This is an optimization exercise on Yosys and OpenROAD, whose aim is small area, a short achievable clock period and few clock cycles per item, not a production implementation. At most, simulation tests tie the RTL to the original design; equivalence was not proved. For runs 3 to 5, only the layout was checked, not whether the RTL still works.

==> flow/design.v (outline; a module is shown in full before it is edited, if it fits) <==
// module rs_gf_mul: 17 lines
// module rs_gf_sq: 7 lines
// module rs_gf_inv: 14 lines
// module rs_encoder: 715 lines
// module rs_vinv: 248 lines
// module rs_syndrome: 173 lines
// module rs_keyeq: 25 lines
// module rs_chien: 18 lines
// module rs_count: 16 lines
// module rs_values: 13 lines
// module rs_correct: 17 lines
// module rs_codec: 89 lines
module rs_codec (
    input  wire         clk,
    input  wire         rst,         
    input  wire         req_valid,
    output wire         req_ready,
    input  wire         req_write,   
    input  wire [159:0] req_word,    
    output reg          rsp_valid,
    output reg  [159:0] rsp_word,
    output reg  [1:0]   rsp_nerr,
    output reg          rsp_uncorr
);
  // ...
==> flow/flow/run.sh <==
#!/bin/bash
# The standard layout (the standard.sh: ORFS synthesis to finish, unchanged), with the
# setup repair of floorplan, CTS and global routing asked to leave 13 ns of slack on the
# 18 ns clock, so that it shortens the paths to about 5 ns. The SDC is the design's.
set -uo pipefail
bash standard.sh SETUP_SLACK_MARGIN=13 finish > standard.log 2>&1
==> flow/standard.sh <==
#!/bin/bash
# synth_recipe.tcl (not shown) runs the flow's synth.tcl, then flattens the netlist and writes it again
# the make line also repeats each setting of config.mk as NAME=value (left out here)
make -C /OpenROAD-flow-scripts/flow DESIGN_CONFIG=/design/flow/config.mk WORK_HOME=/design/flow/orfs CLKGATE_MAP_FILE= SYNTH_SCRIPT=/design/flow/synth_recipe.tcl "${@:-finish}"
==> flow/config.mk <==
export PLATFORM = sky130hd
export DESIGN_NAME = rs_codec
export DESIGN_NICKNAME = rs_codec
export VERILOG_FILES = /design/flow/design.v
export SDC_FILE = /design/flow/constraint.sdc
export NUM_CORES = 4
export LEC_CHECK = 0
export CAP_MARGIN = 20
export CORE_MARGIN = 2
export CORE_UTILIZATION = 55
export SLEW_MARGIN = 20
==> flow/constraint.sdc <==
create_clock -name core_clock -period 18.0 [get_ports {clk}]
set_input_delay 3.6000 -clock core_clock [delete_from_list [all_inputs] [get_ports {clk}]]
set_output_delay 3.6000 -clock core_clock [all_outputs]
set_load 0.01 [all_outputs]
==> metrics.csv, run 1 <==
stage;metric;value;unit
logic_synthesis;mux contribution to synthesized area;0.0125;
logic_synthesis;largest family of logic cells by synthesized area;XOR/XNOR gates;
setup_path;Crit Path Class;reg -> out;
grt;GRT overflow;0;
routing;Starting DRT DRC Count;4524;
routing;wl on met1;78500;µm
setup_path;RR Startpoint;d2[5];
routing;Routed WL;186000;µm
clock_network;clock tree buffer depth;3;
final_layout;most frequent cells in the layout;xnor2_1, dfxtp_1, nand2_1, xor2_1, xnor3_1;
clock_network;htree depth;3;
placed_design;I/O Buffers;327;
final_layout;Design Area, Final;0.0603;mm²
worst_hold_path;HP Class;reg -> reg;
floorplanning;starting density of the core;0.555;
final_layout;commonest non-fill, non-tap cell in the layout;xnor2_1;
logic_synthesis;Main synth FF type;dfxtp_1;
timing;Final Skew;0.0747;ns
setup_path;CP bufs+invs;1;
setup_path;CP arrival;1.37;ns
logic_synthesis;Yosys top cell area share;0.359;
final_layout;largest class;multi-input combinational cells;
final_layout;Fillers;7904;
routing;Max Used Layer;met4;
final_layout;diode count;6;
logic_synthesis;Post-synth EDFFs;0;
flow_run;max cap viols;0;
setup_path;CP cell instances;dlygate4sd2_1;
run_status;run status;no timing/DRC/antenna violations;
grt;initial antenna violation count;14;
final_layout;Seq/total area;0.315;
final_layout;Clock Buffer Count;125;
clock_network;Reg clk slew, reported paths;0.07;ns
Testbench counts, summed over its fixed seeds: cycles 6,440, items 6,400.
==> run 2: changes to the inputs <==
==> flow/run.sh (new file) <==
#!/bin/bash
# synth_recipe.tcl (not shown) runs the flow's synth.tcl, then flattens the netlist and writes it again
# the make line also repeats each setting of config.mk as NAME=value (left out here)
make -C /OpenROAD-flow-scripts/flow DESIGN_CONFIG=/design/flow/config.mk WORK_HOME=/design/flow/orfs CLKGATE_MAP_FILE= SYNTH_SCRIPT=/design/flow/synth_recipe.tcl finish
removed: flow/flow/run.sh
removed: flow/standard.sh
==> run 2 against run 1 <==
Net effect:
- first-iteration DRC count fell by 0.18%
- clock-buffer cell count did not move
- critical path depth did not move
- via count rose by 0.31%
- critical path type unchanged
- flip-flop and latch count did not move
- highest routed layer unchanged
- area after synthesis did not move
- utilization rose by 0.13 points
- worst hold slack improved by 0.0067 ns
- wire length barely moved
==> metrics.csv, run 2 <==
stage;metric;value;unit;change
clock_network;TritonCTS clock tree;built;;
floorplanning;FP Rows;113;;
logic_synthesis;syn nets;5301;;
grt;All-Layer GR Usage;0.371;;
timing;Final Skew;0.0736;ns;-0.00105 ns
setup_path;Worst Path Required;14.40;ns;
clock_network;clock tree buffer depth;3;;unchanged
final_layout;commonest non-fill, non-tap cell in the layout;xnor2_1;;
logic_synthesis;mux contribution to synthesized area;0.0125;;unchanged
worst_hold_path;HP Class;reg -> reg;;
setup_path;Largest delay share family, worst path;buffers and inverters;;
worst_hold_path;Hold Path Cell Cnt;0;;
final_layout;Final Util;0.635;;
timing;setup repair after global routing missed its margin;no;;
clock_network;CTS Hold Bufs;0;;
placed_design;Post-DP HPWL;141000;µm;
logic_synthesis;post-synthesis xor/xnor area fraction;0.468;;
floorplanning;Total Die Area;0.0985;mm²;
floorplanning;Die Y;314;µm;
setup_path;CP cell instances;clkdlybuf4s50_1;;
timing;final hold violation count;0;;
logic_synthesis;Simple-Gate Fraction of Synth Area;0.0798;;
logic_synthesis;dominant cell type by area after synthesis;dfxtp_1;;
logic_synthesis;largest family of logic cells by synthesized area;XOR/XNOR gates;;
logic_synthesis;sequential fraction of the synthesis area;0.359;;
timing;setup TNS;0;ns;
worst_hold_path;worst hold path startpoint;w2[85];;
final_layout;most frequent cells in the layout;xnor2_1, dfxtp_1, nand2_1, xor2_1, clkdlybuf4s50_1;;
flow_run;max cap viols;0;;unchanged
logic_synthesis;Yosys warnings;2;;
clock_network;htree depth;3;;unchanged
setup_path;RR Startpoint;l12[4];;
timing;Max Slew Vio Count;0;;
clock_network;Post-CTS Setup Repair Bufs;0;;
timing;fmax;187;MHz;
setup_path;CP arrival;1.74;ns;+0.37 ns
placed_design;Cells after DPL;6497;;
clock_network;Worst-Skew Late Latency;0.73;ns;
setup_path;reg2reg setup slack;12.81;ns;
logic_synthesis;Syn Inst Count;5123;;
logic_synthesis;Synth Area in Compound Gates;0.0492;;
floorplanning;Top Ports;329;;
clock_network;Reg clk slew, reported paths;0.06;ns;about the same
routing;Routed WL;186000;µm;about the same
grt;vias in the first global route;35400;;
logic_synthesis;Post-synth top cells;xnor2_1, dfxtp_1, nand2_1;;
logic_synthesis;Post-synth ARST share;0;;
final_layout;share of post-route cells with drive strength above 1;0.0783;;
logic_synthesis;dominant cells by area after synthesis;dfxtp_1, xnor2_1, xnor3_1;;
logic_synthesis;most common cell in the synthesized netlist;xnor2_1;;
routing;Routed WL per cell;27.8;µm;
logic_synthesis;Yosys top cell area share;0.359;;unchanged
worst_hold_path;hold path endpoint;w3[85];;
setup_path;Crit-path slowest cell;clkdlybuf4s50_1;;
routing;first drt pass iteration count;6;;
logic_synthesis;Post-Syn Area;0.0528;mm²;
final_layout;FF/Latch Area;0.0190;mm²;
logic_synthesis;Main synth FF type;dfxtp_1;;
routing;via count;37300;;
setup_path;Critical Path Sink Type;primary output;;
routing;vias per cell;5.60;;
setup_path;depth of the most critical reg-to-reg path;12;;
timing;Setup-failing EPs final;0;;
setup_path;Worst setup SP type;flip-flop;;
grt;initial antenna violation count;14;;unchanged
setup_path;Crit Path Class;reg -> out;;
floorplanning;core box area;0.0952;mm²;
clock_network;Clock Tree Root;clkbuf_16;;
final_layout;Design Area, Final;0.0605;mm²;+0.20%
final_layout;post-route insts no fill;6670;;
logic_synthesis;Avg Cell Area, Syn;10.3;µm²;
setup_path;CP bufs+invs;1;;unchanged
setup_path;RR Endpoint;fix3[5];;
grt;GRT overflow;0;;unchanged
logic_synthesis;Synth Register Bits;948;;
routing;antenna viol nets, final;0;;
logic_synthesis;Post-synth EDFFs;0;;unchanged
clock_network;Inserted Clock Buffers;91;;
setup_path;Crit path largest cell delay;0.58;ns;
setup_path;CP max FO;1;;
placed_design;Placed Area;0.0572;mm²;
grt;first-pass GRT wire length;261000;µm;
clock_network;cts repair resizes;0;;
final_layout;nets@finish;5503;;
placed_design;final RePlAce weighted congestion;1.01;;
routing;Starting DRT DRC Count;4516;;-0.18%
clock_network;clk sinks;948;;
floorplanning;DIE WIDTH;314;µm;
logic_synthesis;adder-cell share of the synthesized area;0.00351;;
setup_path;critical path depth;1;;
placed_design;I/O Buffers;327;;unchanged
run_status;run status;no timing/DRC/antenna violations;;
timing;Slew @ Worst Pin;1.18;ns;
final_layout;Fillers;7814;;-1.1%
final_layout;Syn-to-layout area delta;14.5;%;
grt;largest net degree at the start of global routing;74;;
routing;DR DRC count;0;;
final_layout;multi-input logic area;0.0325;mm²;
timing;Period minus WS final;5.34;ns;
logic_synthesis;Yosys cell types;83;;
floorplanning;starting density of the core;0.555;;unchanged
timing;final period utilization;0.297;;
timing;slew margin rel.;0.204;;
-- run 2: cell counts after synthesis --
No cell type changed its count.
-- run 2: routing by layer --
| layer | global-route usage | up-vias | wire length (µm) |
|---|---|---|---|
| li1 | - | 16800 | - |
| met4 | 0.116 | 0 | 6560 |
| met5 | 0 | - | 0 |
| met2 | 0.551 | 2228 | 78900 |
| met3 | 0.0910 | 343 | 21700 |
| met1 | 0.532 | 18000 | 78500 |
-- run 2: metrics by stage --
stage / worst slack [ns] / hold slack (ns)
2_1_floorplan: 14.07 / 0.310
3_3_place_gp: 12.60 / 0.310
3_5_place_dp: 12.53 / 0.312
4_1_cts: 12.47 / 0.274
5_1_grt: 12.61 / 0.297
6_report: 12.66 / 0.280
-- run 2: logic make-up (layout without fill, tap and decap cells) --
| group | count (synthesis) | count (layout) |
|---|---|---|
| other | 1 | 4 |
| DFF | 948 | 948 |
| AOI/OAI and AO/OA | 409 | 409 |
| buffers and inverters | 357 | 636 |
| xor gates and xnor gates | 2338 | 2338 |
| and+or+nand+nor | 998 | 998 |
| muxes | 57 | 57 |
| adders and majority gates | 15 | 15 |
-- run 2: how the worst max path moves through the flow --
stage / startpoint / to / slack (ns)
5_1_grt: l12[4] / fix3[5] / 12.61
3_3_place_gp: l12[6] / fix3[17] / 12.60
3_5_place_dp: l12[4] / fix3[8] / 12.53
6_report: rsp_word[103] / rsp_word[103] / 12.66
4_1_cts: l12[4] / fix3[5] / 12.47
2_1_floorplan: rsp_nerr[0] / rsp_nerr[0] / 14.07
-- run 2: area by class of cell --
cell class                      instances  share of cell area
Antenna cell                            3            0.000124
Clock buffer                          125              0.0421
Clock inverter                         45              0.0113
Inverter                               42             0.00261
Multi-Input combinational cell       3818               0.537
Sequential cell                       948               0.314
Tap cell                             1265              0.0262
Timing Repair Buffer                  424              0.0662
-- run 2: worst reg2reg max path, delay by kind of cell (launching register included) --
kind                   cells  cell delay, ns
AND/OR/NAND/NOR            4            1.85
flip-flops                 1            0.32
XOR/XNOR                   3            1.44
AO/OA/AOI/OAI              4            1.21
buffers and inverters      1            0.32
==> module rs_gf_mul, before the edit <==
module rs_gf_mul (
    input  wire [7:0] a,
    input  wire [7:0] b,
    output reg  [7:0] p
);
    reg [7:0] t;
    integer i;
    always @* begin
        p = 8'h00;
        t = a;
        for (i = 0; i < 8; i = i + 1) begin
            if (b[i])
                p = p ^ t;
            t = {t[6:0], 1'b0} ^ (t[7] ? 8'h1D : 8'h00);
        end
    end
endmodule
==> module rs_gf_sq, before the edit <==
module rs_gf_sq (
    input  wire [7:0] a,
    output wire [7:0] p
);
    assign p = {a[6], a[6] ^ a[5] ^ a[3], a[5], a[7] ^ a[5] ^ a[4] ^ a[2],
                a[6] ^ a[4], a[6] ^ a[5] ^ a[4] ^ a[1], a[7], a[7] ^ a[6] ^ a[4] ^ a[0]};
endmodule
==> module rs_gf_inv, before the edit <==
module rs_gf_inv (
    input  wire [7:0] a,
    output wire [7:0] y
);
    localparam [255:0] INV0 = 256'hB8F734A2D273325E1DDB8684655ABF0D2BBE4EDADFD2E40ADC26640E64005732;
    localparam [255:0] INV1 = 256'h717BC55626E88FC1ECFDC36EC15A54014F60CD4E7D22BC7316ACFCA0E2A2A0F4;
    localparam [255:0] INV2 = 256'hFA261A1704C8329CD7C7DDDD5EEE8C7AF60066E3704878EB649C946306E0D73C;
    localparam [255:0] INV3 = 256'hF4A891027815E8A268DC7F0537FB2939E9F9669C242D0E263C8FACC7C2697FC4;
    localparam [255:0] INV4 = 256'hFA444FABDFDAABABB860DA150EB3929BCBEE895A5121991F4180472C072BDEC8;
    localparam [255:0] INV5 = 256'hFC0FFFEE0E1BE67CCAFECA109420AED4CAB1FC1148C725459A1CD15790B231E8;
    localparam [255:0] INV6 = 256'hFFCB97CC0EFE2F120B3E0168428EB172E3FA25AE8E84602E85E58B3B46DF4458;
    localparam [255:0] INV7 = 256'hA6EF4DFC90DC53E4F1F7D12EDE3280E4F97A2E341618825C9C3222823B15AFAC;
    assign y = {INV7[a], INV6[a], INV5[a], INV4[a], INV3[a], INV2[a], INV1[a], INV0[a]};
endmodule
==> module rs_chien, before the edit <==
module rs_chien (
    input  wire [7:0]  l0,
    input  wire [7:0]  l1,
    input  wire [7:0]  l2,
    output wire [19:0] hit
);
    localparam [159:0] ALPHA_POS  = 160'h5A2D984C261387CDE8743A1D8040201008040201;
    localparam [159:0] ALPHA_POS2 = 160'h94254E9D6018068FEAB42D4C13CD741D40100401;
    genvar i;
    generate
        for (i = 0; i < 20; i = i + 1) begin : pos
            wire [7:0] t0, t1;
            rs_gf_mul u_t0 (.a(l0), .b(ALPHA_POS2[8*i +: 8]), .p(t0));
            rs_gf_mul u_t1 (.a(l1), .b(ALPHA_POS[8*i +: 8]),  .p(t1));
            assign hit[i] = ((t0 ^ t1) == l2);
        end
    endgenerate
endmodule
==> module rs_values, before the edit <==
module rs_values (
    input  wire [7:0]  s0d,      
    input  wire [7:0]  s1d,      
    input  wire [7:0]  n1_inv,   
    input  wire [7:0]  s0,
    output wire [7:0]  a,
    output wire [7:0]  b
);
    wire [7:0] m;
    rs_gf_mul u_a (.a(s1d), .b(n1_inv), .p(m));
    rs_gf_mul u_b (.a(s0d), .b(n1_inv), .p(b));
    assign a = s0 ^ m;
endmodule
==> module rs_correct, before the edit <==
module rs_correct (
    input  wire [159:0] cw,
    input  wire [19:0]  fix,     
    input  wire [7:0]   a,
    input  wire [7:0]   b,
    output wire [159:0] corrected
);
    localparam [159:0] ALPHA_POS  = 160'h5A2D984C261387CDE8743A1D8040201008040201;
    genvar i;
    generate
        for (i = 0; i < 20; i = i + 1) begin : pos
            wire [7:0] bx;
            rs_gf_mul u_bx (.a(b), .b(ALPHA_POS[8*i +: 8]), .p(bx));
            assign corrected[8*i +: 8] = cw[8*i +: 8] ^ ({8{fix[i]}} & (a ^ bx));
        end
    endgenerate
endmodule
==> module rs_codec, before the edit <==
module rs_codec (
    input  wire         clk,
    input  wire         rst,         
    input  wire         req_valid,
    output wire         req_ready,
    input  wire         req_write,   
    input  wire [159:0] req_word,    
    output reg          rsp_valid,
    output reg  [159:0] rsp_word,
    output reg  [1:0]   rsp_nerr,
    output reg          rsp_uncorr
);
    assign req_ready = 1'b1;
    reg         v0, wr0;
    reg [159:0] w0;
    always @(posedge clk) begin
        v0  <= req_valid && !rst;
        wr0 <= req_write;
        w0  <= req_word;
    end
    wire [31:0] t, chk, s;
    rs_encoder  u_enc (.x(w0[159:32]), .t(t), .chk(chk));
    rs_syndrome u_syn (.t(t), .x(w0[31:0]), .s(s));
    reg         v1, rd1;
    reg [159:0] w1;
    reg [31:0]  s1r;
    always @(posedge clk) begin
        v1  <= v0 && !rst;
        rd1 <= !wr0;
        w1  <= {w0[159:32], wr0 ? chk : w0[31:0]};
        s1r <= s;
    end
    wire [7:0] d, n1, l1, l2;
    rs_keyeq u_key (.s(s1r), .d(d), .n1(n1), .l1(l1), .l2(l2));
    reg         v2, rd2, nz2, s0nz2;
    reg [159:0] w2;
    reg [7:0]   d2, n12, l12, l22, s02, s12;
    always @(posedge clk) begin
        v2    <= v1 && !rst;
        rd2   <= rd1;
        nz2   <= (s1r != 32'h0);
        s0nz2 <= (s1r[7:0] != 8'h00);
        w2    <= w1;
        d2    <= d;
        n12   <= n1;
        l12   <= l1;
        l22   <= l2;
        s02   <= s1r[7:0];
        s12   <= s1r[15:8];
    end
    wire [19:0] hit;
    rs_chien u_chien (.l0(d2), .l1(l12), .l2(l22), .hit(hit));
    wire any, two;
    rs_count u_cnt (.hit(hit), .any(any), .two(two));
    wire dz = (d2 == 8'h00);
    wire single_ok = dz && (n12 == 8'h00) && s0nz2 && any;
    wire double_ok = !dz && two;
    wire ok = rd2 && (single_ok || double_ok);
    wire [7:0] n1_inv, s0d, s1d;
    rs_gf_inv u_inv (.a(n12), .y(n1_inv));
    rs_gf_mul u_s0d (.a(s02), .b(d2), .p(s0d));
    rs_gf_mul u_s1d (.a(s12), .b(d2), .p(s1d));
    reg         v3, unc3;
    reg [1:0]   nerr3;
    reg [159:0] w3;
    reg [19:0]  fix3;
    reg [7:0]   s0d3, s1d3, ninv3, s03;
    always @(posedge clk) begin
        v3    <= v2 && !rst;
        unc3  <= rd2 && nz2 && !single_ok && !double_ok;
        nerr3 <= !rd2 ? 2'd0 : single_ok ? 2'd1 : double_ok ? 2'd2 : 2'd0;
        w3    <= w2;
        fix3  <= hit & {20{ok}};
        s0d3  <= s0d;
        s1d3  <= s1d;
        ninv3 <= n1_inv;
        s03   <= s02;
    end
    wire [7:0] a, b;
    rs_values u_val (.s0d(s0d3), .s1d(s1d3), .n1_inv(ninv3), .s0(s03), .a(a), .b(b));
    wire [159:0] corrected;
    rs_correct u_cor (.cw(w3), .fix(fix3), .a(a), .b(b), .corrected(corrected));
    always @(posedge clk) begin
        rsp_valid  <= v3 && !rst;
        rsp_word   <= corrected;
        rsp_nerr   <= nerr3;
        rsp_uncorr <= unc3;
    end
endmodule
==> run 3: changes to the inputs <==
--- a/flow/design.v
+++ b/flow/design.v
@@ -1,6 +1,53 @@
+module rs_gf16_mul (
+    input  wire [3:0] x,
+    input  wire [3:0] z,
+    output wire [3:0] p
+);
+    assign p[0] = (x[0] & z[0]) ^ (x[1] & z[3]) ^ (x[2] & z[2]) ^ (x[3] & z[1]);
+    assign p[1] = (x[0] & z[1]) ^ (x[1] & z[0]) ^ (x[1] & z[3]) ^ (x[2] & z[2]) ^ (x[2] & z[3]) ^
+                  (x[3] & z[1]) ^ (x[3] & z[2]);
+    assign p[2] = (x[0] & z[2]) ^ (x[1] & z[1]) ^ (x[2] & z[0]) ^ (x[2] & z[3]) ^ (x[3] & z[2]) ^
+                  (x[3] & z[3]);
+    assign p[3] = (x[0] & z[3]) ^ (x[1] & z[2]) ^ (x[2] & z[1]) ^ (x[3] & z[0]) ^ (x[3] & z[3]);
+endmodule
 module rs_gf_mul (
     input  wire [7:0] a,
     input  wire [7:0] b,
+    output wire [7:0] p
+);
+    wire [3:0] m1, m0, m2;
+    rs_gf16_mul u_m1 (.x(a[7:4]), .z(b[7:4]), .p(m1));
+    rs_gf16_mul u_m0 (.x(a[3:0]), .z(b[3:0]), .p(m0));
+    rs_gf16_mul u_m2 (.x(a[7:4] ^ a[3:0]), .z(b[7:4] ^ b[3:0]), .p(m2));
+    wire [3:0] m1x8 = {m1[0] ^ m1[3], m1[2] ^ m1[3], m1[1] ^ m1[2], m1[1]};    
+    assign p = {m2 ^ m0, m1x8 ^ m0};
+endmodule
+module rs_gf_sq (
+    input  wire [7:0] a,
+    output wire [7:0] p
+);
+    assign p = {a[7], a[5] ^ a[7], a[6], a[4] ^ a[6], a[3] ^ a[4] ^ a[6] ^ a[7],
+                a[1] ^ a[3] ^ a[5], a[2] ^ a[5] ^ a[6] ^ a[7], a[0] ^ a[2] ^ a[6]};
+endmodule
+module rs_gf_to_tower (
+    input  wire [7:0] a,
+    output wire [7:0] t
+);
+    assign t = {a[5], a[2] ^ a[5] ^ a[6], a[1] ^ a[3] ^ a[4], a[4] ^ a[7],
+                a[3] ^ a[4] ^ a[5] ^ a[6], a[2] ^ a[4] ^ a[6], a[2] ^ a[3] ^ a[6] ^ a[7],
+                a[0] ^ a[1] ^ a[2] ^ a[3] ^ a[4] ^ a[6] ^ a[7]};
+endmodule
+module rs_gf_from_tower (
+    input  wire [7:0] t,
+    output wire [7:0] a
+);
+    assign a = {t[2] ^ t[4] ^ t[6] ^ t[7], t[1] ^ t[3] ^ t[4] ^ t[6], t[7], t[2] ^ t[6] ^ t[7],
+                t[1] ^ t[2] ^ t[4], t[1] ^ t[3] ^ t[4] ^ t[7], t[1] ^ t[4] ^ t[5] ^ t[6] ^ t[7],
+                t[0] ^ t[2] ^ t[4] ^ t[5]};
+endmodule
+module rs_gf_mulp (
+    input  wire [7:0] a,
+    input  wire [7:0] b,
     output reg  [7:0] p
 );
     reg [7:0] t;
@@ -15,26 +62,24 @@
         end
     end
 endmodule
-module rs_gf_sq (
-    input  wire [7:0] a,
-    output wire [7:0] p
-);
-    assign p = {a[6], a[6] ^ a[5] ^ a[3], a[5], a[7] ^ a[5] ^ a[4] ^ a[2],
-                a[6] ^ a[4], a[6] ^ a[5] ^ a[4] ^ a[1], a[7], a[7] ^ a[6] ^ a[4] ^ a[0]};
-endmodule
 module rs_gf_inv (
     input  wire [7:0] a,
     output wire [7:0] y
 );
-    localparam [255:0] INV0 = 256'hB8F734A2D273325E1DDB8684655ABF0D2BBE4EDADFD2E40ADC26640E64005732;
-    localparam [255:0] INV1 = 256'h717BC55626E88FC1ECFDC36EC15A54014F60CD4E7D22BC7316ACFCA0E2A2A0F4;
-    localparam [255:0] INV2 = 256'hFA261A1704C8329CD7C7DDDD5EEE8C7AF60066E3704878EB649C946306E0D73C;
-    localparam [255:0] INV3 = 256'hF4A891027815E8A268DC7F0537FB2939E9F9669C242D0E263C8FACC7C2697FC4;
-    localparam [255:0] INV4 = 256'hFA444FABDFDAABABB860DA150EB3929BCBEE895A5121991F4180472C072BDEC8;
-    localparam [255:0] INV5 = 256'hFC0FFFEE0E1BE67CCAFECA109420AED4CAB1FC1148C725459A1CD15790B231E8;
-    localparam [255:0] INV6 = 256'hFFCB97CC0EFE2F120B3E0168428EB172E3FA25AE8E84602E85E58B3B46DF4458;
-    localparam [255:0] INV7 = 256'hA6EF4DFC90DC53E4F1F7D12EDE3280E4F97A2E341618825C9C3222823B15AFAC;
-    assign y = {INV7[a], INV6[a], INV5[a], INV4[a], INV3[a], INV2[a], INV1[a], INV0[a]};
+    wire [3:0] h = a[7:4];
+    wire [3:0] l = a[3:0];
+    wire [3:0] h2x8 = {h[0] ^ h[2] ^ h[3], h[1], h[1] ^ h[2] ^ h[3], h[2]};    
+    wire [3:0] l2   = {l[3], l[1] ^ l[3], l[2], l[0] ^ l[2]};                   
+    wire [3:0] hl;
+    rs_gf16_mul u_hl (.x(h), .z(l), .p(hl));
+    wire [3:0] dl = h2x8 ^ hl ^ l2;
+    localparam [15:0] INV0 = 16'h4976;
+    localparam [15:0] INV1 = 16'h53E8;
+    localparam [15:0] INV2 = 16'h2DD8;
+    localparam [15:0] INV3 = 16'h953C;
+    wire [3:0] di = {INV3[dl], INV2[dl], INV1[dl], INV0[dl]};
+    rs_gf16_mul u_yh (.x(h), .z(di), .p(y[7:4]));
+    rs_gf16_mul u_yl (.x(h ^ l), .z(di), .p(y[3:0]));
 endmodule
 module rs_encoder (
     input  wire [127:0] x,       
@@ -1203,8 +1248,8 @@
     input  wire [7:0]  l2,
     output wire [19:0] hit
 );
-    localparam [159:0] ALPHA_POS  = 160'h5A2D984C261387CDE8743A1D8040201008040201;
-    localparam [159:0] ALPHA_POS2 = 160'h94254E9D6018068FEAB42D4C13CD741D40100401;
+    localparam [159:0] ALPHA_POS  = 160'h78A50523AE1D7431BFFDFF50134FC83D2B472101;
+    localparam [159:0] ALPHA_POS2 = 160'h698E02438716665F9EA1A5231D31FD504F3D4701;
     genvar i;
     generate
         for (i = 0; i < 20; i = i + 1) begin : pos
@@ -1236,13 +1281,14 @@
     input  wire [7:0]  s1d,      
     input  wire [7:0]  n1_inv,   
     input  wire [7:0]  s0,
-    output wire [7:0]  a,
-    output wire [7:0]  b
+    output wire [7:0]  a,        
+    output wire [7:0]  b         
 );
-    wire [7:0] m;
+    wire [7:0] m, bt;
     rs_gf_mul u_a (.a(s1d), .b(n1_inv), .p(m));
-    rs_gf_mul u_b (.a(s0d), .b(n1_inv), .p(b));
-    assign a = s0 ^ m;
+    rs_gf_mul u_b (.a(s0d), .b(n1_inv), .p(bt));
+    rs_gf_from_tower u_ap (.t(s0 ^ m), .a(a));
+    rs_gf_from_tower u_bp (.t(bt), .a(b));
 endmodule
 module rs_correct (
     input  wire [159:0] cw,
@@ -1256,7 +1302,7 @@
     generate
         for (i = 0; i < 20; i = i + 1) begin : pos
             wire [7:0] bx;
-            rs_gf_mul u_bx (.a(b), .b(ALPHA_POS[8*i +: 8]), .p(bx));
+            rs_gf_mulp u_bx (.a(b), .b(ALPHA_POS[8*i +: 8]), .p(bx));
             assign corrected[8*i +: 8] = cw[8*i +: 8] ^ ({8{fix[i]}} & (a ^ bx));
         end
     endgenerate
@@ -1281,9 +1327,15 @@
         wr0 <= req_write;
         w0  <= req_word;
     end
-    wire [31:0] t, chk, s;
+    wire [31:0] t, chk, sp, s;
     rs_encoder  u_enc (.x(w0[159:32]), .t(t), .chk(chk));
-    rs_syndrome u_syn (.t(t), .x(w0[31:0]), .s(s));
+    rs_syndrome u_syn (.t(t), .x(w0[31:0]), .s(sp));
+    genvar j;
+    generate
+        for (j = 0; j < 4; j = j + 1) begin : tw
+            rs_gf_to_tower u_tw (.a(sp[8*j +: 8]), .t(s[8*j +: 8]));
+        end
+    endgenerate
     reg         v1, rd1;
     reg [159:0] w1;
     reg [31:0]  s1r;
@@ -1313,40 +1365,41 @@
     end
     wire [19:0] hit;
     rs_chien u_chien (.l0(d2), .l1(l12), .l2(l22), .hit(hit));
-    wire any, two;
-    rs_count u_cnt (.hit(hit), .any(any), .two(two));
-    wire dz = (d2 == 8'h00);
-    wire single_ok = dz && (n12 == 8'h00) && s0nz2 && any;
-    wire double_ok = !dz && two;
-    wire ok = rd2 && (single_ok || double_ok);
     wire [7:0] n1_inv, s0d, s1d;
     rs_gf_inv u_inv (.a(n12), .y(n1_inv));
     rs_gf_mul u_s0d (.a(s02), .b(d2), .p(s0d));
     rs_gf_mul u_s1d (.a(s12), .b(d2), .p(s1d));
-    reg         v3, unc3;
-    reg [1:0]   nerr3;
+    reg         v3, rd3, nz3, dz3, n1z3, s0nz3;
     reg [159:0] w3;
-    reg [19:0]  fix3;
+    reg [19:0]  hit3;
     reg [7:0]   s0d3, s1d3, ninv3, s03;
     always @(posedge clk) begin
         v3    <= v2 && !rst;
-        unc3  <= rd2 && nz2 && !single_ok && !double_ok;
-        nerr3 <= !rd2 ? 2'd0 : single_ok ? 2'd1 : double_ok ? 2'd2 : 2'd0;
+        rd3   <= rd2;
+        nz3   <= nz2;
+        dz3   <= (d2 == 8'h00);
+        n1z3  <= (n12 == 8'h00);
+        s0nz3 <= s0nz2;
         w3    <= w2;
-        fix3  <= hit & {20{ok}};
+        hit3  <= hit;
         s0d3  <= s0d;
         s1d3  <= s1d;
         ninv3 <= n1_inv;
         s03   <= s02;
     end
+    wire any, two;
+    rs_count u_cnt (.hit(hit3), .any(any), .two(two));
+    wire single_ok = dz3 && n1z3 && s0nz3 && any;
+    wire double_ok = !dz3 && two;
+    wire ok = rd3 && (single_ok || double_ok);
     wire [7:0] a, b;
     rs_values u_val (.s0d(s0d3), .s1d(s1d3), .n1_inv(ninv3), .s0(s03), .a(a), .b(b));
     wire [159:0] corrected;
-    rs_correct u_cor (.cw(w3), .fix(fix3), .a(a), .b(b), .corrected(corrected));
+    rs_correct u_cor (.cw(w3), .fix(hit3 & {20{ok}}), .a(a), .b(b), .corrected(corrected));
     always @(posedge clk) begin
         rsp_valid  <= v3 && !rst;
         rsp_word   <= corrected;
-        rsp_nerr   <= nerr3;
-        rsp_uncorr <= unc3;
+        rsp_nerr   <= !rd3 ? 2'd0 : single_ok ? 2'd1 : double_ok ? 2'd2 : 2'd0;
+        rsp_uncorr <= rd3 && nz3 && !single_ok && !double_ok;
     end
 endmodule
==> run 3 against run 2 <==
Net effect:
- die area is 4.8% lower
- final area is 3.9% lower
- maximum frequency is 0.64% lower
- synthesized cell count is 11% lower
- global-route usage is 0.61 points lower
- sequential share of layout area is 1.3 points higher
- flip-flop and latch count is 2 higher
- area after synthesis is 4.9% lower
- first-iteration DRC count is 6.2% lower
- wire length is 6.2% lower
- critical endpoint is now rsp_word[19]
==> metrics.csv, run 3 <==
stage;metric;value;unit;change
clock_network;clock tree buffer depth;3;;unchanged
logic_synthesis;dominant cells by area after synthesis;dfxtp_1, xnor2_1, xnor3_1;;
floorplanning;Total Die Area;0.0938;mm²;-4.8%
setup_path;Critical Path Sink Type;primary output;;
grt;met2 usage;0.514;;-0.0372
logic_synthesis;Main synth FF type;dfxtp_1;;
timing;Setup-failing EPs final;0;;unchanged
setup_path;Crit-path slowest cell;clkdlybuf4s50_1;;
routing;Routed WL;174000;µm;-6.2%
grt;largest net degree at the start of global routing;99;;+34%
placed_design;Place WS;12.78;ns;+0.250 ns
grt;initial antenna violation count;10;;-4
timing;Max Slew Vio Count;0;;unchanged
grt;GRT overflow;0;;unchanged
setup_path;RR Startpoint;w0[51];;
worst_hold_path;Hold Path Cell Cnt;0;;unchanged
logic_synthesis;Syn Inst Count;4543;;-11%
logic_synthesis;most common cell in the synthesized netlist;xnor2_1;;
floorplanning;core box area;0.0903;mm²;-5.1%
grt;first-pass GRT wire length;241000;µm;-7.6%
logic_synthesis;Avg Cell Area, Syn;11.1;µm²;+7.3%
logic_synthesis;Yosys warnings;2;;unchanged
setup_path;depth of the most critical reg-to-reg path;10;;-2
timing;final hold violation count;0;;unchanged
timing;Slew @ Worst Pin;1.28;ns;+0.0994 ns
timing;slew margin rel.;0.139;;-0.0651
grt;vias in the first global route;32000;;-9.6%
placed_design;final RePlAce weighted congestion;1.10;;+8.7%
grt;gr busiest metal;met1;;
setup_path;CP cell instances;clkdlybuf4s50_1;;
final_layout;Syn-to-layout area delta;15.7;%;
timing;setup TNS;0;ns;unchanged
grt;global-route met3 utilization;0.118;;+0.0271
placed_design;Cells after DPL;5897;;-9.2%
floorplanning;starting density of the core;0.557;;+0.00143
setup_path;Largest delay share family, worst path;buffers and inverters;;
final_layout;post-route insts no fill;6075;;-8.9%
logic_synthesis;Post-synth ARST share;0;;unchanged
floorplanning;FP Rows;110;;-2.7%
routing;antenna viol nets, final;0;;unchanged
setup_path;Crit Path Class;reg -> out;;
clock_network;CTS Hold Bufs;0;;unchanged
timing;Final Skew;0.0638;ns;-0.00982 ns
clock_network;clk sinks;950;;+0.21%
logic_synthesis;Yosys top cell area share;0.378;;+0.0192
placed_design;Post-DP HPWL;137000;µm;-2.9%
logic_synthesis;sequential fraction of the synthesis area;0.378;;+0.0192
logic_synthesis;Post-synth EDFFs;0;;unchanged
routing;DR DRC count;0;;unchanged
clock_network;Worst-Skew Late Latency;0.70;ns;-0.03 ns
floorplanning;Die Y;306;µm;-2.4%
run_status;run status;no timing/DRC/antenna violations;;
final_layout;nets@finish;4995;;-9.2%
logic_synthesis;Post-Syn Area;0.0503;mm²;-4.9%
clock_network;cts repair resizes;0;;unchanged
logic_synthesis;dominant cell type by area after synthesis;dfxtp_1;;
setup_path;RR Endpoint;w1[29];;
setup_path;CP bufs+invs;1;;unchanged
timing;worst setup margin;12.63;ns;-0.0342 ns
final_layout;FF/Latch Area;0.0190;mm²;+0.16%
routing;via count;33400;;-10%
setup_path;Worst setup SP type;flip-flop;;
timing;smallest hold slack;0.271;ns;-0.00912 ns
timing;Period minus WS final;5.37;ns;+0.0342 ns
setup_path;Crit path largest cell delay;0.61;ns;+0.03 ns
routing;vias per cell;5.50;;-1.7%
logic_synthesis;Post-synth top cells;xnor2_1, dfxtp_1, xor2_1;;
placed_design;I/O Buffers;327;;unchanged
logic_synthesis;Synth Register Bits;950;;+0.21%
floorplanning;DIE WIDTH;306;µm;-2.4%
clock_network;TritonCTS clock tree;built;;
setup_path;reg2reg setup slack;12.80;ns;about the same
clock_network;Inserted Clock Buffers;95;;+4.4%
final_layout;commonest non-fill, non-tap cell in the layout;xnor2_1;;
routing;Routed WL per cell;28.7;µm;+3.0%
worst_hold_path;HP Class;reg -> reg;;
logic_synthesis;Yosys cell types;69;;-17%
timing;fmax;186;MHz;-0.64%
timing;final period utilization;0.298;;+0.00190
routing;first drt pass iteration count;5;;-1
clock_network;Clock Tree Root;clkbuf_16;;
setup_path;Worst Path Required;14.40;ns;about the same
setup_path;CP arrival;1.77;ns;+0.03 ns
routing;Starting DRT DRC Count;4238;;-6.2%
clock_network;Post-CTS Setup Repair Bufs;0;;unchanged
worst_hold_path;worst hold path startpoint;w1[148];;
logic_synthesis;syn nets;4720;;-11%
clock_network;htree depth;3;;unchanged
clock_network;Reg clk slew, reported paths;0.07;ns;about the same
final_layout;multi-input logic area;0.0304;mm²;-6.5%
final_layout;Fillers;7255;;-7.2%
floorplanning;Top Ports;329;;unchanged
final_layout;share of post-route cells with drive strength above 1;0.0789;;+0.000552
grt;met1 GRT Util;0.528;;-0.00360
timing;setup repair after global routing missed its margin;no;;
final_layout;most frequent cells in the layout;xnor2_1, dfxtp_1, xor2_1, clkdlybuf4s50_1, nand2_1;;
setup_path;CP max FO;1;;unchanged
worst_hold_path;hold path endpoint;w2[148];;
grt;All-Layer GR Usage;0.365;;-0.00611
flow_run;max cap viols;0;;unchanged
run 3: changes by cell type in the layout (fill, tap and decap cells not counted), moves of 18 or more:
cell / change
nand2_1: -418
xnor2_1: -201
xor2_1: +167
nor3_1: +142
a21oi_1: -62
xnor3_1: +47
o21ai_0: -39
nor2_1: +36
o211ai_1: -30
buf_4: -22
nand2b_1: +18
run 3: worst register-to-register path, delay by kind of cell (launching register included):
kind / cells / cell delay (ns)
flip-flops: 1 / 0.62
AO/OA/AOI/OAI: 1 / 0.11
XOR/XNOR: 9 / 4.32
run 3: worst max-delay path by stage:
| stage | depth (start not counted) | startpoint | endpoint |
|---|---|---|---|
| 3_5_place_dp | 10 | ninv3[7] | rsp_word[71] |
| 6_report | 1 | rsp_word[19] | rsp_word[19] |
| 2_1_floorplan | 0 | rsp_nerr[0] | rsp_nerr[0] |
| 3_3_place_gp | 10 | ninv3[7] | rsp_word[71] |
| 4_1_cts | 1 | rsp_word[12] | rsp_word[12] |
| 5_1_grt | 1 | rsp_word[12] | rsp_word[12] |
run 3: cell families (layout without fill, tap and decap cells):
kind of cell,count (synthesis),after routing,synth area share
AO/OA/AOI/OAI,187,187,0.0223
XOR/XNOR,2312,2312,0.490
adder cells (fa/ha/maj),18,18,0.00423
buffers and inverters,245,597,0.0199
flip-flops,950,950,0.378
multiplexers,73,73,0.0160
other,1,5,0.0000746
AND/OR/NAND/NOR,757,757,0.0691
run 3: final cells by class:
type,instances,area share
diodes,4,0.000172
clock buffers,125,0.0459
clock inverters,49,0.0113
inverters,21,0.00136
multi-input cells,3348,0.523
flip-flops and latches,950,0.327
well taps,1176,0.0253
repair buffers,402,0.0660
run 3: stage by stage:
stage	utilization	area, µm²
6_report	0.644	58100
5_1_grt	0.644	58100
4_1_cts	0.644	58100
3_5_place_dp	0.607	54800
3_3_place_gp	0.607	54800
2_1_floorplan	-	50300
run 3: routing by layer:
metal  routed length, µm  share of wire
met4                5840          0.034
met3               21600           0.12
met1               75500           0.43
met2               71300           0.41
met5                  29        0.00017
==> run 4: changes to the inputs <==
==> flow/flow/run.sh (new file) <==
#!/bin/bash
set -uo pipefail
bash standard.sh SETUP_SLACK_MARGIN=13.3 "BUFFER_PORTS_ARGS=-buffer_cell sky130_fd_sc_hd__buf_1" finish > standard.log 2>&1
==> flow/standard.sh (new file) <==
#!/bin/bash
# synth_recipe.tcl (not shown) runs the flow's synth.tcl, then flattens the netlist and writes it again
# the make line also repeats each setting of config.mk as NAME=value (left out here)
make -C /OpenROAD-flow-scripts/flow DESIGN_CONFIG=/design/flow/config.mk WORK_HOME=/design/flow/orfs CLKGATE_MAP_FILE= SYNTH_SCRIPT=/design/flow/synth_recipe.tcl "${@:-finish}"
--- a/flow/config.mk
+++ b/flow/config.mk
@@ -7,5 +7,5 @@
 export LEC_CHECK = 0
 export CAP_MARGIN = 20
 export CORE_MARGIN = 2
-export CORE_UTILIZATION = 55
+export CORE_UTILIZATION = 65
 export SLEW_MARGIN = 20
removed: flow/run.sh
==> run 4 against run 3 <==
Net effect:
- still clean
- non-clock buffer count grew 21
- clock skew up 0.041 ns
- worst setup slack improved by 0.33 ns
- critical path depth grew 10
- flip-flop and latch count unchanged
- die area down 15%
- highest routed layer unchanged
==> metrics.csv, run 4 <==
stage;metric;value;unit;change
run_status;run status;no timing/DRC/antenna violations;;
setup_path;CP cell instances;xor2_2, nand2_1, xnor3_1, xnor3_1, xnor3_1, xnor3_2, xnor2_4, buf_6, xnor3_1, nor3_1, xor2_1;;
clock_network;Clock Tree Root;clkbuf_16;;
final_layout;post-route insts no fill;5950;;-2.1%
floorplanning;Total Die Area;0.0796;mm²;-15%
placed_design;Post-DP HPWL;135000;µm;-1.2%
timing;slew margin rel.;0.204;;+0.0648
setup_path;CP max FO;17;;+16
setup_path;depth of the most critical reg-to-reg path;11;;+1
final_layout;commonest non-fill, non-tap cell in the layout;xnor2_1;;
timing;setup repair after global routing missed its margin;yes;;
final_layout;most frequent cells in the layout;xnor2_1, dfxtp_1, xor2_1, nand2_1, xnor3_1;;
timing;final period utilization;0.280;;-0.0184
clock_network;htree depth;3;;unchanged
setup_path;Crit path largest cell delay;0.55;ns;-0.06 ns
setup_path;CP bufs+invs;1;;unchanged
routing;Routed WL per cell;32.6;µm;+14%
routing;Starting DRT DRC Count;5984;;+41%
setup_path;Crit-path slowest cell;dfxtp_1;;
final_layout;Fillers;4781;;-34%
clock_network;Worst-Skew Late Latency;0.71;ns;about the same
timing;Period minus WS final;5.04;ns;-0.331 ns
logic_synthesis;Post-synth EDFFs;0;;unchanged
logic_synthesis;Yosys top cell area share;0.378;;unchanged
logic_synthesis;syn nets;4720;;unchanged
grt;initial antenna violation count;25;;+15
logic_synthesis;Post-synth top cells;xnor2_1, dfxtp_1, xor2_1;;
final_layout;Design Area, Final;0.0575;mm²;-1.0%
routing;vias per cell;6.24;;+13%
logic_synthesis;sequential fraction of the synthesis area;0.378;;unchanged
final_layout;share of post-route cells with drive strength above 1;0.150;;+0.0715
worst_hold_path;HP Class;reg -> reg;;
logic_synthesis;Yosys warnings;2;;unchanged
logic_synthesis;most common cell in the synthesized netlist;xnor2_1;;
clock_network;Reg clk slew, reported paths;0.07;ns;about the same
flow_run;max cap viols;0;;unchanged
routing;Routed WL;194000;µm;+11%
setup_path;Crit Path Class;reg -> reg;;
grt;vias in the first global route;34700;;+8.4%
routing;first drt pass iteration count;7;;+2
logic_synthesis;Syn Inst Count;4543;;unchanged
final_layout;Syn-to-layout area delta;14.5;%;
setup_path;CP arrival;5.63;ns;+3.86 ns
setup_path;RR Endpoint;rsp_word[134];;
clock_network;clk sinks;950;;unchanged
logic_synthesis;Main synth FF type;dfxtp_1;;
setup_path;Largest delay share family, worst path;XOR/XNOR gates;;
floorplanning;starting density of the core;0.660;;+0.103
logic_synthesis;Synth Register Bits;950;;unchanged
logic_synthesis;dominant cell type by area after synthesis;dfxtp_1;;
setup_path;Worst Path Required;18.59;ns;+4.19 ns
clock_network;TritonCTS clock tree;built;;
final_layout;Final Util;0.755;;+0.111
setup_path;Critical Path Sink Type;flip-flop;;
logic_synthesis;Avg Cell Area, Syn;11.1;µm²;unchanged
clock_network;CTS Hold Bufs;0;;unchanged
timing;setup TNS;0;ns;unchanged
timing;Setup-failing EPs final;0;;unchanged
setup_path;RR Startpoint;s1d3[2];;
floorplanning;Top Ports;329;;unchanged
worst_hold_path;hold path endpoint;w3[47];;
routing;via count;37100;;+11%
routing;DR DRC count;0;;unchanged
setup_path;Worst setup SP type;flip-flop;;
placed_design;Cells after DPL;5752;;-2.5%
logic_synthesis;Yosys cell types;69;;unchanged
routing;antenna viol nets, final;0;;unchanged
floorplanning;Die Y;282;µm;-7.9%
timing;fmax;198;MHz;+6.6%
timing;final hold violation count;0;;unchanged
logic_synthesis;Post-synth ARST share;0;;unchanged
placed_design;Placed Area;0.0525;mm²;-4.1%
timing;Max Slew Vio Count;0;;unchanged
floorplanning;core box area;0.0762;mm²;-16%
grt;largest net degree at the start of global routing;102;;+3.0%
timing;Slew @ Worst Pin;1.19;ns;-0.0880 ns
placed_design;final RePlAce weighted congestion;1.06;;-3.9%
setup_path;reg2reg setup slack;12.96;ns;+0.16 ns
logic_synthesis;Post-Syn Area;0.0503;mm²;unchanged
clock_network;clock tree buffer depth;3;;unchanged
worst_hold_path;Hold Path Cell Cnt;0;;unchanged
grt;first-pass GRT wire length;258000;µm;+6.8%
floorplanning;DIE WIDTH;282;µm;-7.9%
grt;All-Layer GR Usage;0.462;;+0.0966
clock_network;Inserted Clock Buffers;90;;-5.3%
timing;Final Skew;0.105;ns;+0.0413 ns
setup_path;Top cell by count, worst path;xnor3_1;;
worst_hold_path;worst hold path startpoint;w2[47];;
floorplanning;FP Rows;101;;-8.2%
grt;GRT overflow;0;;unchanged
logic_synthesis;dominant cells by area after synthesis;dfxtp_1, xnor2_1, xnor3_1;;
final_layout;nets@finish;5012;;+0.34%
placed_design;I/O Buffers;327;;unchanged
run 4: what timing repair did:
item / CTS / global route
cloned: 0 / 1
resized for setup: 427 / 119
buffers inserted: 0 / 19
endpoints found under the setup margin: 198 / 209
pin swaps: 1 / 3
run 4: how the worst max path moves through the flow:
stage / startpoint / to / slack (ns) / cells after the start
2_1_floorplan: rsp_nerr[0] / rsp_nerr[0] / 14.07 / 0
3_3_place_gp: ninv3[7] / rsp_word[151] / 12.99 / 8
3_5_place_dp: ninv3[7] / rsp_word[151] / 12.98 / 8
4_1_cts: rsp_word[99] / rsp_word[99] / 13.21 / 1
5_1_grt: s1d3[3] / rsp_word[92] / 13.04 / 10
6_report: s1d3[2] / rsp_word[134] / 12.96 / 11
run 4: layer usage:
layer	routed length, µm	up-vias	global-route usage
li1	-	15100	-
met1	70200	17700	0.615
met2	79200	3409	0.653
met3	31700	923	0.184
met4	12900	14	0.225
met5	168	-	0
run 4: final cells by class:
class	count	area (µm²)	share of cell area
diodes	12	30.0	0.000522
clock buffers	113	2450	0.0426
clock inverters	52	751	0.0130
inverters	21	78.8	0.00137
multi-input cells	3349	30600	0.532
flip-flops and latches	950	19300	0.335
well taps	1030	1290	0.0224
repair buffers	423	3030	0.0527
run 4: cells by family after synthesis:
| kind of cell | after synthesis | synth area share |
|---|---|---|
| compound gates | 187 | 0.0223 |
| xor+xnor | 2312 | 0.490 |
| fa+ha+maj | 18 | 0.00423 |
| buf+inv | 245 | 0.0199 |
| flops | 950 | 0.378 |
| mux | 73 | 0.0160 |
| other cells | 1 | 0.0000746 |
| simple gates | 757 | 0.0691 |
run 4: through the flow:
| stage | worst slack [ns] | hold WS, ns |
|---|---|---|
| global route | 13.04 | 0.311 |
| detailed placement | 12.98 | 0.312 |
| global placement | 12.99 | 0.310 |
| CTS | 13.21 | 0.293 |
| finish | 12.96 | 0.296 |
| floorplan | 14.07 | 0.310 |
==> run 5: changes to the inputs <==
==> flow/flow/run.sh (replaced) <==
#!/bin/bash
# The standard layout (the standard.sh: ORFS synthesis to finish, unchanged), with the
# setup repair of floorplan, CTS and global routing asked to leave 13.5 ns of slack on the
# 18 ns clock, so that it shortens the paths to about 4.5 ns. The SDC is the design's.
set -uo pipefail
bash standard.sh SETUP_SLACK_MARGIN=13.5 finish > standard.log 2>&1
--- a/flow/config.mk
+++ b/flow/config.mk
@@ -7,5 +7,5 @@
 export LEC_CHECK = 0
 export CAP_MARGIN = 20
 export CORE_MARGIN = 2
-export CORE_UTILIZATION = 65
+export CORE_UTILIZATION = 60
 export SLEW_MARGIN = 20
==> run 5 against run 4 <==
Net effect:
- final cell count is 0.91% higher
- clock skew is 0.049 ns lower
- critical path type is now reg -> out
==> metrics.csv, run 5 <==
stage;metric;value;unit;change
run_status;run status;no timing/DRC/antenna violations;;
timing;Slew @ Worst Pin;1.21;ns;+0.0190 ns
floorplanning;Top Ports;329;;unchanged
routing;DR DRC count;0;;unchanged
setup_path;critical path depth;1;;-10
grt;GRT overflow;0;;unchanged
setup_path;Worst Path Required;14.40;ns;-4.19 ns
logic_synthesis;adder-cell share of the synthesized area;0.00423;;unchanged
timing;setup TNS;0;ns;unchanged
setup_path;CP arrival;1.19;ns;-4.44 ns
logic_synthesis;sequential fraction of the synthesis area;0.378;;unchanged
routing;via count;34000;;-8.5%
floorplanning;Die Y;293;µm;+4.0%
logic_synthesis;mux contribution to synthesized area;0.0160;;unchanged
timing;slew margin rel.;0.186;;-0.0185
floorplanning;Total Die Area;0.0861;mm²;+8.2%
timing;Max Slew Vio Count;0;;unchanged
clock_network;Inserted Clock Buffers;90;;unchanged
grt;vias in the first global route;31800;;-8.3%
routing;Routed WL per cell;28.3;µm;-13%
logic_synthesis;post-synthesis xor/xnor area fraction;0.490;;unchanged
timing;setup repair after global routing missed its margin;yes;;
floorplanning;DIE WIDTH;293;µm;+4.0%
clock_network;TritonCTS clock tree;built;;
setup_path;CP bufs+invs;1;;unchanged
logic_synthesis;Simple-Gate Fraction of Synth Area;0.0691;;unchanged
setup_path;Worst setup SP type;flip-flop;;
logic_synthesis;Synth Register Bits;950;;unchanged
routing;first drt pass iteration count;5;;-2
setup_path;CP max FO;1;;-16
setup_path;depth of the most critical reg-to-reg path;10;;-1
logic_synthesis;Avg Cell Area, Syn;11.1;µm²;unchanged
timing;Final Skew;0.0562;ns;-0.0489 ns
final_layout;most frequent cells in the layout;xnor2_1, dfxtp_1, xor2_1, nand2_1, xnor3_1;;
final_layout;nets@finish;5021;;+0.18%
logic_synthesis;Post-synth EDFFs;0;;unchanged
logic_synthesis;Post-synth ARST share;0;;unchanged
clock_network;Reg clk slew, reported paths;0.06;ns;about the same
logic_synthesis;most common cell in the synthesized netlist;xnor2_1;;
clock_network;clock tree buffer depth;3;;unchanged
logic_synthesis;syn nets;4720;;unchanged
placed_design;Post-DP HPWL;130000;µm;-4.1%
grt;initial antenna violation count;9;;-64%
final_layout;Syn-to-layout area delta;17.2;%;
grt;first-pass GRT wire length;235000;µm;-8.9%
routing;antenna viol nets, final;0;;unchanged
logic_synthesis;Synth Area in Compound Gates;0.0223;;unchanged
logic_synthesis;dominant cells by area after synthesis;dfxtp_1, xnor2_1, xnor3_1;;
routing;Routed WL;170000;µm;-12%
timing;final period utilization;0.266;;-0.0140
worst_hold_path;Hold Path Cell Cnt;0;;unchanged
logic_synthesis;Post-Syn Area;0.0503;mm²;unchanged
setup_path;Critical Path Sink Type;primary output;;
timing;fmax;209;MHz;+5.3%
floorplanning;FP Rows;106;;+5.0%
routing;Starting DRT DRC Count;4387;;-27%
setup_path;Crit path largest cell delay;0.40;ns;-0.15 ns
timing;Setup-failing EPs final;0;;unchanged
logic_synthesis;Yosys warnings;2;;unchanged
timing;Period minus WS final;4.79;ns;-0.253 ns
clock_network;Worst-Skew Late Latency;0.70;ns;about the same
final_layout;commonest non-fill, non-tap cell in the layout;xnor2_1;;
setup_path;Crit Path Class;reg -> out;;
setup_path;Largest delay share family, worst path;flip-flops;;
grt;largest net degree at the start of global routing;87;;-15%
clock_network;CTS Hold Bufs;0;;unchanged
setup_path;CP cell instances;buf_6;;
floorplanning;core box area;0.0833;mm²;+9.3%
worst_hold_path;HP Class;reg -> reg;;
setup_path;Crit-path slowest cell;dfxtp_4;;
flow_run;max cap viols;0;;unchanged
logic_synthesis;Yosys top cell area share;0.378;;unchanged
placed_design;final RePlAce weighted congestion;1.06;;unchanged
logic_synthesis;dominant cell type by area after synthesis;dfxtp_1;;
routing;vias per cell;5.66;;-9.3%
final_layout;Fillers;6082;;+27%
logic_synthesis;Main synth FF type;dfxtp_1;;
clock_network;htree depth;3;;unchanged
logic_synthesis;Yosys cell types;69;;unchanged
clock_network;Clock Tree Root;clkbuf_16;;
logic_synthesis;Syn Inst Count;4543;;unchanged
logic_synthesis;largest family of logic cells by synthesized area;XOR/XNOR gates;;
timing;final hold violation count;0;;unchanged
clock_network;clk sinks;950;;unchanged
grt;All-Layer GR Usage;0.385;;-0.0769
final_layout;share of post-route cells with drive strength above 1;0.159;;+0.00820
floorplanning;starting density of the core;0.603;;-0.0561
placed_design;I/O Buffers;327;;unchanged
logic_synthesis;Post-synth top cells;xnor2_1, dfxtp_1, xor2_1;;
==> run 5: cell counts after synthesis <==
Identical to the previous run, type by type.
==> run 5: layout make-up <==
class                      count  area, µm²  area share
multi-input combinational   3350      31000       0.526
sequential                   950      19300       0.327
timing repair buffer         431       3930      0.0666
clock buffer                 117       2500      0.0425
tap                         1080       1350      0.0229
clock inverter                50        747      0.0127
inverter                      21       78.8     0.00134
antenna                        5       12.5    0.000212
==> run 5: cells by family after synthesis <==
family                   after synthesis
XOR/XNOR                            2312
buffers and inverters                245
adder cells (fa/ha/maj)               18
AND/OR/NAND/NOR                      757
AO/OA/AOI/OAI                        187
other                                  1
flip-flops                           950
multiplexers                          73
==> run 5: metal layers <==
metal	wire length, µm	GRT usage
met1	71000	0.558
met4	6520	0.135
met5	31	0
met2	71600	0.554
met3	21100	0.101
==> run 5: worst paths after layout <==
| kind | slack [ns] | start | endpoint |
|---|---|---|---|
| setup / recovery | 13.21 | rsp_word[58] | rsp_word[58] |
| setup reg to reg | 13.49 | w0[115] | w1[7] |
| hold / removal | 0.30 | w2[87] | w3[87] |
| hold reg to reg | 0.30 | w2[87] | w3[87] |
==> run 5: through the flow <==
step                 util  hold slack (ns)  setup slack [ns]  area [µm²]  std cells
floorplan               -            0.310             14.07       50300       4543
global placement    0.656            0.310             13.02       54600       5802
detailed placement  0.656            0.312             13.02       54600       5802
CTS                 0.697            0.299             13.21       58000       5970
global route        0.707            0.308             13.20       58900       5999
finish              0.707            0.297             13.21       58900       6004
==> run 5: timing repair <==
item | CTS | global route
pin swaps | 2 | 11
endpoints found under the hold margin | 0 | 0
setup endpoints to repair | 246 | 229
resized for setup | 904 | 136
cloned | 0 | 2
buffers inserted | 1 | 27

afterwards: timing with drivers on the ports:
The flow's constraints put no driver on any port. The routed layouts listed below were extracted and timed again, unchanged, in two steps. Step 1 (the two cells are an assumption about what drives the block):
set clk [get_ports {clk}]
set_driving_cell -lib_cell sky130_fd_sc_hd__clkbuf_16 $clk
set_driving_cell -lib_cell sky130_fd_sc_hd__buf_2 [delete_from_list [all_inputs] $clk]
Step 2 also shifts input and output timing later by t, the mid clock arrival at the registers, as if the neighbouring blocks saw the same clock. a / b / c = ideal ports / drivers / drivers and shift; a / b = the first two.
run	t, ns	setup slack, ns	worst setup path at the end
run 1	0.760	13.029 / 12.956 / 13.162	register to register
run 2	0.766	12.662 / 12.588 / 12.808	register to register
run 3	0.741	12.628 / 12.557 / 12.803	register to register
run 4	0.735	12.959 / 12.959 / 12.959	register to register
run 5	0.738	13.212 / 13.140 / 13.494	register to register
After both steps setup and hold are still met in every run listed.
